What follows belongs to an exercise in optimizing a design on an open flow for small area; a production flow would make more cautious choices.
In this exercise RTL edits were held to simulation tests only and were not proved equivalent to the original.
Power and IR drop assume default switching activity.

--- flow/design.v ---
module xarn_dir (
    input  wire        clk,
    input  wire        rst,
    input  wire        in_k,
    input  wire [7:0]  in_d,
    output reg         out_k,
    output reg  [7:0]  out_d,
    input  wire        active,
    input  wire [4:0]  my_addr,
    input  wire        has_keeper,
    input  wire [3:0]  keeper_mtag,
    input  wire        rb_full,
    input  wire [71:0] rb_frame,      
    output reg         rb_pop,
    output reg         acc_valid,
    output reg  [3:0]  acc_mtag,
    output reg  [3:0]  acc_op,
    output reg  [2:0]  acc_tag,
    output reg  [23:0] acc_addr,
    output reg  [31:0] acc_data,
    output reg         crc_err_evt,
    output reg         consumed_evt,
    output reg         addr_set,      
    output reg  [4:0]  addr_val,
    output reg         enum_full_evt
);
    localparam [3:0] OP_IDLE = 4'd0, OP_READ = 4'd1, OP_WRITE = 4'd2, OP_BWRITE = 4'd3,
                     OP_ENUM = 4'd4, OP_CLAIM = 4'd5, OP_PREPARE = 4'd7, OP_COMMIT = 4'd8,
                     OP_TIMESET = 4'd9;
    localparam [3:0] POS_NONE = 4'd15;
    localparam [7:0] K28_5 = 8'hBC, K30_7 = 8'hFE;
    localparam [1:0] M_RAW = 2'd0, M_FWD = 2'd1, M_IDLE = 2'd2, M_INS = 2'd3;
    function [15:0] crc_byte;
        input [15:0] c;
        input [7:0]  b;
        integer i;
        reg [15:0] x;
        begin
            x = c;
            for (i = 7; i >= 0; i = i - 1)
                x = {x[14:0], 1'b0} ^ ((x[15] ^ b[i]) ? 16'h1021 : 16'h0000);
            crc_byte = x;
        end
    endfunction
    reg  [3:0] next_pos;      
    wire       is_comma = in_k && (in_d == K28_5);
    wire [3:0] cur_pos  = is_comma ? 4'd0 :
                          (next_pos != POS_NONE && next_pos != 4'd0) ? next_pos : POS_NONE;
    always @(posedge clk) begin
        if (rst)
            next_pos <= POS_NONE;
        else if (cur_pos == POS_NONE || cur_pos == 4'd11)
            next_pos <= 4'd0;     
        else
            next_pos <= cur_pos + 4'd1;
    end
    reg       r1_k, r2_k, r3_k, r4_k;
    reg [7:0] r1_d, r2_d, r3_d, r4_d;
    reg [3:0] r1_p, r2_p, r3_p, r4_p;
    always @(posedge clk) begin
        if (rst) begin
            r1_k <= 1'b0; r1_d <= 8'd0; r1_p <= POS_NONE;
            r2_k <= 1'b0; r2_d <= 8'd0; r2_p <= POS_NONE;
            r3_k <= 1'b0; r3_d <= 8'd0; r3_p <= POS_NONE;
            r4_k <= 1'b0; r4_d <= 8'd0; r4_p <= POS_NONE;
        end else begin
            r1_k <= in_k; r1_d <= in_d; r1_p <= cur_pos;
            r2_k <= r1_k; r2_d <= r1_d; r2_p <= r1_p;
            r3_k <= r2_k; r3_d <= r2_d; r3_p <= r2_p;
            r4_k <= r3_k; r4_d <= r3_d; r4_p <= r3_p;
        end
    end
    reg        f_act;         
    reg        f_kerr;        
    reg [15:0] crc_in;
    reg [4:0]  f_dest;
    reg [3:0]  f_mtag;
    reg [3:0]  f_op;
    reg [2:0]  f_tag;
    reg [23:0] f_addr;
    reg [31:0] f_data;
    reg        f_consume;     
    reg        f_enum_take;   
    reg        f_enum_drop;   
    reg        f_enum_full;   
    reg        crc_hi_ok;
    reg        crc_hi_void;
    reg [1:0]  mode;          
    reg [71:0] ins_frame;     
    reg [7:0]  mod_b8;        
    reg        end_void;      
    reg        end_bad;       
    wire [4:0] p_dest = f_dest;
    wire [3:0] p_mtag = {f_mtag[3:1], r1_d[7]};
    wire [3:0] p_op   = r1_d[6:3];
    wire p_addressed = (p_op == OP_READ || p_op == OP_WRITE || p_op == OP_CLAIM) &&
                       (p_dest == my_addr) && (my_addr != 5'd0);
    wire p_reserved  = (p_op >= 4'd10) && (p_op <= 4'd14);
    wire p_free      = (p_op == OP_IDLE) || p_addressed || p_reserved;
    wire is_bcast_op = (f_op == OP_BWRITE || f_op == OP_ENUM || f_op == OP_PREPARE ||
                        f_op == OP_COMMIT || f_op == OP_TIMESET);
    wire bcast_valid = is_bcast_op && (f_dest == 5'd31);
    wire is_enum     = (f_op == OP_ENUM) && (f_dest == 5'd31);
    wire       e_restart = f_data[31];
    wire       e_may_drop = e_restart && (!has_keeper || f_mtag == keeper_mtag);
    wire       e_unassigned = (my_addr == 5'd0) || e_may_drop;
    wire [4:0] e_counter = r1_d[4:0];
    wire       e_take = e_unassigned && (e_counter >= 5'd1) && (e_counter <= 5'd30);
    wire       c_void = crc_hi_void && r1_k && (r1_d == K30_7);
    wire       c_pass = !f_kerr && crc_hi_ok && !r1_k && (r1_d == crc_in[7:0]);
    always @(posedge clk) begin
        if (rst) begin
            f_act <= 1'b0; f_kerr <= 1'b0; crc_in <= 16'hFFFF;
            f_dest <= 5'd0; f_mtag <= 4'd0; f_op <= 4'd0; f_tag <= 3'd0;
            f_addr <= 24'd0; f_data <= 32'd0; f_consume <= 1'b0;
            f_enum_take <= 1'b0; f_enum_drop <= 1'b0; f_enum_full <= 1'b0;
            crc_hi_ok <= 1'b0; crc_hi_void <= 1'b0;
            mode <= M_RAW; ins_frame <= 72'd0; mod_b8 <= 8'd0;
            end_void <= 1'b0; end_bad <= 1'b0;
            rb_pop <= 1'b0;
            acc_valid <= 1'b0; acc_mtag <= 4'd0; acc_op <= 4'd0; acc_tag <= 3'd0;
            acc_addr <= 24'd0; acc_data <= 32'd0;
            crc_err_evt <= 1'b0; consumed_evt <= 1'b0;
            addr_set <= 1'b0; addr_val <= 5'd0; enum_full_evt <= 1'b0;
        end else begin
            rb_pop <= 1'b0;
            acc_valid <= 1'b0;
            crc_err_evt <= 1'b0;
            consumed_evt <= 1'b0;
            addr_set <= 1'b0;
            enum_full_evt <= 1'b0;
            if (r1_p >= 4'd1 && r1_p <= 4'd9) begin
                crc_in <= crc_byte(crc_in, r1_d);
                if (r1_k)
                    f_kerr <= 1'b1;
            end
            case (r1_p)
                4'd0: begin
                    f_act  <= active;
                    f_kerr <= 1'b0;
                    crc_in <= 16'hFFFF;
                end
                4'd1: begin
                    f_dest <= r1_d[7:3];
                    f_mtag <= {r1_d[2:0], 1'b0};
                end
                4'd2: begin
                    f_mtag    <= p_mtag;
                    f_op      <= p_op;
                    f_tag     <= r1_d[2:0];
                    f_consume <= p_addressed;
                    if (!f_act) begin
                        mode <= M_RAW;
                    end else if (p_free && rb_full) begin
                        mode      <= M_INS;
                        ins_frame <= rb_frame;
                        rb_pop    <= 1'b1;
                    end else if (p_addressed || p_reserved) begin
                        mode      <= M_IDLE;
                        ins_frame <= 72'd0;
                    end else begin
                        mode <= M_FWD;
                    end
                end
                4'd3: f_addr[23:16] <= r1_d;
                4'd4: f_addr[15:8]  <= r1_d;
                4'd5: f_addr[7:0]   <= r1_d;
                4'd6: f_data[31:24] <= r1_d;
                4'd7: f_data[23:16] <= r1_d;
                4'd8: f_data[15:8]  <= r1_d;
                4'd9: begin
                    f_data[7:0] <= r1_d;
                    f_enum_take <= is_enum && e_take;
                    f_enum_drop <= is_enum && e_unassigned;
                    f_enum_full <= is_enum && e_unassigned && (e_counter == 5'd31);
                    if (f_act && is_enum && e_take)
                        mod_b8 <= {r1_d[7:5], e_counter + 5'd1};
                    else
                        mod_b8 <= r1_d;
                end
                4'd10: begin
                    crc_hi_ok   <= !r1_k && (r1_d == crc_in[15:8]);
                    crc_hi_void <= r1_k && (r1_d == K30_7);
                end
                4'd11: begin
                    end_void <= f_act && c_void;
                    end_bad  <= f_act && !c_void && !c_pass;
                    if (f_act && !c_void && !c_pass)
                        crc_err_evt <= 1'b1;
                    if (f_act && !c_void && c_pass) begin
                        if (f_consume || bcast_valid) begin
                            acc_valid <= 1'b1;
                            acc_mtag  <= f_mtag;
                            acc_op    <= f_op;
                            acc_tag   <= f_tag;
                            acc_addr  <= f_addr;
                            acc_data  <= f_data;
                        end
                        if (f_consume)
                            consumed_evt <= 1'b1;
                        if (f_enum_take) begin
                            addr_set <= 1'b1;
                            addr_val <= f_data[4:0];
                        end else if (f_enum_drop) begin
                            addr_set <= 1'b1;
                            addr_val <= 5'd0;
                        end
                        if (f_enum_full)
                            enum_full_evt <= 1'b1;
                    end
                end
                default: ;
            endcase
        end
    end
    reg [15:0] crc_out;
    reg [7:0]  o_byte;
    always @(*) begin
        case (r4_p)
            4'd1: o_byte = (mode == M_INS || mode == M_IDLE) ? ins_frame[71:64] : r4_d;
            4'd2: o_byte = (mode == M_INS || mode == M_IDLE) ? ins_frame[63:56] : r4_d;
            4'd3: o_byte = (mode == M_INS || mode == M_IDLE) ? ins_frame[55:48] : r4_d;
            4'd4: o_byte = (mode == M_INS || mode == M_IDLE) ? ins_frame[47:40] : r4_d;
            4'd5: o_byte = (mode == M_INS || mode == M_IDLE) ? ins_frame[39:32] : r4_d;
            4'd6: o_byte = (mode == M_INS || mode == M_IDLE) ? ins_frame[31:24] : r4_d;
            4'd7: o_byte = (mode == M_INS || mode == M_IDLE) ? ins_frame[23:16] : r4_d;
            4'd8: o_byte = (mode == M_INS || mode == M_IDLE) ? ins_frame[15:8]  : r4_d;
            4'd9: o_byte = (mode == M_INS || mode == M_IDLE) ? ins_frame[7:0]   :
                           (mode == M_FWD) ? mod_b8 : r4_d;
            default: o_byte = r4_d;
        endcase
    end
    always @(posedge clk) begin
        if (rst) begin
            out_k   <= 1'b0;
            out_d   <= 8'd0;
            crc_out <= 16'hFFFF;
        end else begin
            if (r4_p == 4'd0)
                crc_out <= 16'hFFFF;
            else if (r4_p >= 4'd1 && r4_p <= 4'd9)
                crc_out <= crc_byte(crc_out, o_byte);
            if (mode == M_RAW || r4_p == POS_NONE || r4_p == 4'd0) begin
                out_k <= r4_k;
                out_d <= r4_d;
            end else if (r4_p <= 4'd9) begin
                out_k <= (mode == M_FWD) ? r4_k : 1'b0;
                out_d <= o_byte;
            end else if (mode == M_FWD && (end_void || end_bad)) begin
                out_k <= 1'b1;
                out_d <= K30_7;
            end else begin
                out_k <= 1'b0;
                out_d <= (r4_p == 4'd10) ? crc_out[15:8] : crc_out[7:0];
            end
        end
    end
endmodule
module xarn_node (
    input  wire        clk,
    input  wire        rst,
    input  wire        in_a_k,
    input  wire [7:0]  in_a_d,
    input  wire        in_b_k,
    input  wire [7:0]  in_b_d,
    output wire        out_a_k,
    output wire [7:0]  out_a_d,
    output wire        out_b_k,
    output wire [7:0]  out_b_d,
    input  wire        active,
    input  wire        has_keeper,
    input  wire [3:0]  keeper_mtag,
    input  wire        resp_valid,
    output wire        resp_ready,
    input  wire        resp_port,
    input  wire [3:0]  resp_mtag,
    input  wire [2:0]  resp_tag,
    input  wire [3:0]  resp_code,
    input  wire [3:0]  resp_op,
    input  wire [15:0] resp_addr,
    input  wire [31:0] resp_data,
    output wire        acc_a_valid,
    output wire [3:0]  acc_a_mtag,
    output wire [3:0]  acc_a_op,
    output wire [2:0]  acc_a_tag,
    output wire [23:0] acc_a_addr,
    output wire [31:0] acc_a_data,
    output wire        acc_b_valid,
    output wire [3:0]  acc_b_mtag,
    output wire [3:0]  acc_b_op,
    output wire [2:0]  acc_b_tag,
    output wire [23:0] acc_b_addr,
    output wire [31:0] acc_b_data,
    output reg  [4:0]  dev_addr,
    output reg         enum_full,
    input  wire        enum_full_clr,
    input  wire        snap_clr,
    output reg  [47:0] crc_err_a,
    output reg  [47:0] crc_err_b,
    output reg  [47:0] frames_in
);
    reg        rb_a_full, rb_b_full;
    reg [3:0]  rb_a_mtag, rb_b_mtag;
    reg [2:0]  rb_a_tag,  rb_b_tag;
    reg [3:0]  rb_a_code, rb_b_code;
    reg [3:0]  rb_a_op,   rb_b_op;
    reg [15:0] rb_a_addr, rb_b_addr;
    reg [31:0] rb_a_data, rb_b_data;
    wire       rb_a_pop, rb_b_pop;
    assign resp_ready = resp_port ? !rb_b_full : !rb_a_full;
    wire push_a = resp_valid && resp_ready && !resp_port;
    wire push_b = resp_valid && resp_ready &&  resp_port;
    always @(posedge clk) begin
        if (rst) begin
            rb_a_full <= 1'b0; rb_b_full <= 1'b0;
            rb_a_mtag <= 4'd0; rb_a_tag <= 3'd0; rb_a_code <= 4'd0; rb_a_op <= 4'd0;
            rb_a_addr <= 16'd0; rb_a_data <= 32'd0;
            rb_b_mtag <= 4'd0; rb_b_tag <= 3'd0; rb_b_code <= 4'd0; rb_b_op <= 4'd0;
            rb_b_addr <= 16'd0; rb_b_data <= 32'd0;
        end else begin
            if (push_a) begin
                rb_a_full <= 1'b1;
                rb_a_mtag <= resp_mtag; rb_a_tag <= resp_tag; rb_a_code <= resp_code;
                rb_a_op <= resp_op; rb_a_addr <= resp_addr; rb_a_data <= resp_data;
            end else if (rb_a_pop) begin
                rb_a_full <= 1'b0;
            end
            if (push_b) begin
                rb_b_full <= 1'b1;
                rb_b_mtag <= resp_mtag; rb_b_tag <= resp_tag; rb_b_code <= resp_code;
                rb_b_op <= resp_op; rb_b_addr <= resp_addr; rb_b_data <= resp_data;
            end else if (rb_b_pop) begin
                rb_b_full <= 1'b0;
            end
        end
    end
    wire [71:0] rb_a_frame = {dev_addr, rb_a_mtag, 4'hF, rb_a_tag,
                              rb_a_code, rb_a_op, rb_a_addr, rb_a_data};
    wire [71:0] rb_b_frame = {dev_addr, rb_b_mtag, 4'hF, rb_b_tag,
                              rb_b_code, rb_b_op, rb_b_addr, rb_b_data};
    wire       ab_crc_err, ab_consumed, ab_addr_set, ab_full;
    wire       ba_crc_err, ba_consumed, ba_addr_set, ba_full;
    wire [4:0] ab_addr_val, ba_addr_val;
    xarn_dir u_ab (
        .clk(clk), .rst(rst),
        .in_k(in_a_k), .in_d(in_a_d), .out_k(out_b_k), .out_d(out_b_d),
        .active(active), .my_addr(dev_addr), .has_keeper(has_keeper), .keeper_mtag(keeper_mtag),
        .rb_full(rb_b_full), .rb_frame(rb_b_frame), .rb_pop(rb_b_pop),
        .acc_valid(acc_a_valid), .acc_mtag(acc_a_mtag), .acc_op(acc_a_op), .acc_tag(acc_a_tag),
        .acc_addr(acc_a_addr), .acc_data(acc_a_data),
        .crc_err_evt(ab_crc_err), .consumed_evt(ab_consumed),
        .addr_set(ab_addr_set), .addr_val(ab_addr_val), .enum_full_evt(ab_full)
    );
    xarn_dir u_ba (
        .clk(clk), .rst(rst),
        .in_k(in_b_k), .in_d(in_b_d), .out_k(out_a_k), .out_d(out_a_d),
        .active(active), .my_addr(dev_addr), .has_keeper(has_keeper), .keeper_mtag(keeper_mtag),
        .rb_full(rb_a_full), .rb_frame(rb_a_frame), .rb_pop(rb_a_pop),
        .acc_valid(acc_b_valid), .acc_mtag(acc_b_mtag), .acc_op(acc_b_op), .acc_tag(acc_b_tag),
        .acc_addr(acc_b_addr), .acc_data(acc_b_data),
        .crc_err_evt(ba_crc_err), .consumed_evt(ba_consumed),
        .addr_set(ba_addr_set), .addr_val(ba_addr_val), .enum_full_evt(ba_full)
    );
    always @(posedge clk) begin
        if (rst) begin
            dev_addr  <= 5'd0;
            enum_full <= 1'b0;
        end else begin
            if (ab_addr_set)
                dev_addr <= ab_addr_val;
            else if (ba_addr_set)
                dev_addr <= ba_addr_val;
            if (ab_full || ba_full)
                enum_full <= 1'b1;
            else if (enum_full_clr)
                enum_full <= 1'b0;
        end
    end
    reg  [47:0] live_crc_a, live_crc_b, live_frames;
    wire [47:0] nxt_crc_a  = live_crc_a  + {47'd0, ab_crc_err};
    wire [47:0] nxt_crc_b  = live_crc_b  + {47'd0, ba_crc_err};
    wire [47:0] nxt_frames = live_frames + {47'd0, ab_consumed} + {47'd0, ba_consumed};
    always @(posedge clk) begin
        if (rst) begin
            live_crc_a <= 48'd0; live_crc_b <= 48'd0; live_frames <= 48'd0;
            crc_err_a  <= 48'd0; crc_err_b  <= 48'd0; frames_in   <= 48'd0;
        end else if (snap_clr) begin
            crc_err_a  <= nxt_crc_a;
            crc_err_b  <= nxt_crc_b;
            frames_in  <= nxt_frames;
            live_crc_a <= 48'd0; live_crc_b <= 48'd0; live_frames <= 48'd0;
        end else begin
            live_crc_a  <= nxt_crc_a;
            live_crc_b  <= nxt_crc_b;
            live_frames <= nxt_frames;
        end
    end
endmodule
--- flow/run.sh ---
#!/bin/bash
# synth_recipe.tcl (not shown) runs the flow's synth.tcl, then flattens the netlist and writes it again
# the make line also repeats each setting of config.mk as NAME=value (left out here)
make -C /OpenROAD-flow-scripts/flow DESIGN_CONFIG=/design/flow/config.mk WORK_HOME=/design/flow/orfs CLKGATE_MAP_FILE= SYNTH_SCRIPT=/design/flow/synth_recipe.tcl finish
--- flow/config.mk ---
export PLATFORM = sky130hd
export DESIGN_NAME = xarn_node
export DESIGN_NICKNAME = xarn_node
export VERILOG_FILES = /design/flow/design.v
export SDC_FILE = /design/flow/constraint.sdc
export NUM_CORES = 4
export LEC_CHECK = 0
export CAP_MARGIN = 20
export CORE_MARGIN = 2
export CORE_UTILIZATION = 40
export PLACE_DENSITY = 0.6
export SLEW_MARGIN = 20
--- flow/constraint.sdc ---
create_clock -name core_clock -period 8.0 [get_ports {clk}]
set_input_delay 1.6000 -clock core_clock [delete_from_list [all_inputs] [get_ports {clk}]]
set_output_delay 1.6000 -clock core_clock [all_outputs]
set_load 0.01 [all_outputs]
==> summary.txt <==
[power by group through the flow]
stage | Clock, mW | Combinational (mW) | Sequential (mW)
after floorplan | 0 | 0.573 | 5.78
after detailed placement | 0 | 0.868 | 5.81
after global placement | 0 | 0.858 | 5.81
after global routing | 5.76 | 0.961 | 5.71
final | 5.43 | 0.872 | 5.70
after CTS | 5.54 | 0.873 | 5.69
[registers in the layout, summed over array words and instances, names as in the netlist, 29 cells and up]
name and cells:
crc_err_a 48, crc_err_b 48, frames_in 48, live_crc_a 48, live_crc_b 48, live_frames 48
rb_a_data 32, rb_b_data 32, u_ab.acc_data 32, u_ab.f_data 29, u_ab.ins_frame 69, u_ba.acc_data 32
u_ba.f_data 29, u_ba.ins_frame 69
[critical path: cells and delay by family]
kind	cells	cell delay (ns)
buffers and inverters	2	1.06
multiplexers	1	0.19
[layout make-up]
| type | instances | area [sq um] |
|---|---|---|
| clock inverters | 34 | 518 |
| fillers | 10100 | 54300 |
| inverters | 29 | 109 |
| clock buffers | 171 | 3340 |
| well taps | 1391 | 1740 |
| repair buffers | 451 | 4430 |
| multi-input cells | 3400 | 19400 |
| flip-flops and latches | 1088 | 21800 |
[Yosys cell counts (9+ instances only)]
master,n,share of area
dfxtp_1,1088,0.51
a21oi_1,476,0.056
nand3b_1,10,0.0018
nand2_1,899,0.079
or3_1,14,0.0021
buf_1,11,0.00097
nor4_1,13,0.0019
mux2_2,17,0.0045
and4_1,16,0.0033
and3_1,40,0.0059
o21a_1,10,0.0018
and2_1,23,0.0034
nand2b_1,28,0.0041
nor3b_1,12,0.0021
nand3_1,113,0.013
a32oi_1,9,0.0018
a211oi_1,167,0.029
nor2b_1,89,0.013
clkbuf_1,282,0.025
xnor2_1,121,0.025
mux2i_1,88,0.021
xor2_1,127,0.026
o211ai_1,30,0.0053
nor3_1,48,0.0056
a31oi_1,14,0.0021
a221o_1,12,0.0028
ha_1,15,0.0044
buf_4,18,0.0032
nor2_1,534,0.047
nand4_1,50,0.0073
o21ai_1,15,0.0018
o21ai_0,82,0.0096
inv_1,27,0.0024
or2_2,34,0.0050
a22o_1,138,0.028
a22oi_1,19,0.0033
buf_2,40,0.0047
[cell families (layout without fill, tap and decap cells)]
kind of cell               count (synthesis)  after routing  synth area share
AOI/OAI and AO/OA                       1045           1045             0.158
xor gates and xnor gates                 262            262            0.0580
adders and majority gates                 16             16           0.00487
buffers and inverters                    385            685            0.0373
DFF                                     1088           1088             0.510
muxes                                    107            107            0.0262
and+or+nand+nor                         1970           1970             0.206
[per-layer routing]
layer | GRT usage | wire (um) | vias up
li1 | - | - | 17100
met1 | 0.305 | 57500 | 16600
met2 | 0.356 | 57800 | 929
met3 | 0.0364 | 6780 | 197
met4 | 0.0718 | 3890 | 0
met5 | 0 | 0 | -
[worst paths after layout]
path / start / to / slack [ns]
setup / recovery: resp_port / resp_ready / 3.55
hold / removal: u_ab.r3_p[1] / u_ab.r4_p[1] / 0.41
setup reg to reg: dev_addr[1] / u_ba.ins_frame[25] / 4.46
hold reg to reg: u_ab.r3_p[1] / u_ab.r4_p[1] / 0.41
[layout by cell type, fill, tap and decap left out, drive strengths merged, types with 113 or more instances in the layout]
cell / Yosys / final
a21oi: 477 / 477
clkdlybuf4s50: 0 / 395
clkbuf: 283 / 172
nor2: 536 / 536
xor2: 130 / 130
nand2: 899 / 899
dfxtp: 1088 / 1088
a211oi: 167 / 167
xnor2: 124 / 124
a22o: 138 / 138
nand3: 113 / 113
==> impl_metrics.yaml <==
run_status:
  status: "complete, no violations"
logic_synthesis:
  async_reset_ff_frac: 0
  synth_cell_types: 104
  yosysSeqAreaShare: 0.510
  ys.flop_type: "dfxtp_1"
  yosysWarnings: 2
  syn-num-nets: 4982
  synth-seq-cells: 1088
  synth_area_sq_mm: 0.0427
  postSynthAreaPerCell_sq_um: 8.76
  synth_cells: 4873
  synth_enable_flop_cells: 0
timing:
  layout_setup_ws_ns: 3.55
  timing.final.max_slew_violations: 0
  setup_tns_ns: 0
  fin_crit_ns: 4.45
  clock_skew_ns: 0.0571
  fin_crit_sh: 0.556
  fmax_ghz: 0.225
  hold_viol: 0
  grt_setup_unrepaired: "false"
  setup_viol: 0
  relSlewSlack: 0.221
  tightestPinTransition_ns: 1.16
  hold_ws_ns: 0.407
finish:
  final_layout_size_suffix_gt1_frac: 0.0653
  nets: 5191
  fin_cells: 6564
  area_delta_synth_final_pct: 20.2
  diodes: 0
  finalInstanceArea_sq_mm: 0.0513
  utilization: 0.486
clocking:
  cts_hold_buffers: 0
  clock_path_buffers: 3
  clk_pin_slew_ns: 0.06
  cts_setup_buffers: 0
  cts.sinks: 1088
  cts-resized-gates: 0
  h-tree-depth: 3
  cts_root_buffer: "clkbuf_16"
  cts_tree: "done"
  clk_latency_ns: 0.72
  numCtsBuffers: 112
job:
  max_cap_violations: 0
route:
  viasPerCell: 5.29
  route.detailed.drc: 0
  wl_per_cell_um: 19.2
  drt.antenna.violating_nets: 0
  drtPass1Iterations: 5
  wirelength_mm: 126
  drtIter0Drc: 2781
  vias: 34800
floorplan:
  die_w_um: 331
  rows: 119
  ios: 398
  die_h_um: 331
  start_util: 0.404
  core-area_sq_mm: 0.106
  dieArea_sq_mm: 0.109
critical_path:
  critPathSlowestCell: "clkdlybuf4s50_1"
  cp.required_ns: 6.40
  ff2ff_path_depth: 8
  slowest_delay_ns: 0.55
  crit_path_start_kind: "input port"
  critPathKind: "in2out"
  arrival_ns: 2.85
  end_kind: "primary output"
  crit_chain: "clkdlybuf4s50_1 -> mux2i_1 -> clkdlybuf4s50_1"
  crit_top_cell: "clkdlybuf4s50_1"
  cp_max_fo: 3
place:
  placedInstanceArea_sq_mm: 0.0474
  dp_hpwl_mm: 83.4
  post-place-ws_ns: 3.36
  gp_congestion: 0.900
  io_buffer_count: 397
  place_inst: 6358
power_and_ir_drop:
  pwr_density_cell_mw_per_mm2: 234
  p_total_mw: 12.0
  leakage_nw: 17.6
  pwr-share-seq: 0.475
  pwr-share-clk: 0.453
  vdd.ir_drop.worst_mv: 0.168
  p_int_mw: 9.11
  netSwitchingPower_mw: 2.88
  pwr-share-comb: 0.073
  switching_share: 0.240
global_route:
  antenna_found_initial: 0
  grt_pass1_wl_mm: 192
  gr-usage-all-layers: 0.222
  grt_start_max_net_pins: 176
  grt-ovfl-total: 0
  grt_pass1_vias: 32600
worst_hold_path:
  min_path_type: "reg2reg"
  min_path_cells: 1

==> static timing again, ports no longer ideal <==
The results above use ideal ports. As a check the final layout listed here was re-extracted and re-timed, cells and wires unchanged. Step 1 sets driving cells, clkbuf_16 on the clock port and buf_2 on the other inputs (assumed; they add their load-dependent delay and slew). Step 2 moves the port delays by t, midway between the first and last clock arrival at a register: inputs arrive t later, outputs are due t later. That takes back most of the time a late clock gives input paths. Slacks: no drivers / after step 1 / after step 2; pairs: no drivers / after step 1.
shift t [ns]: 0.764
setup slack, ns: 3.550 / 3.527 / 3.300
slew at the worst register clock pin (ns): 0.07 / 0.07
worst data-port slew with drivers (ns): 0.06
cell pins on the clock port's net: 1
After both steps this run still meets setup and hold. The setup slack of this run moves by -0.023 ns with the drivers and by -0.250 ns with both steps.
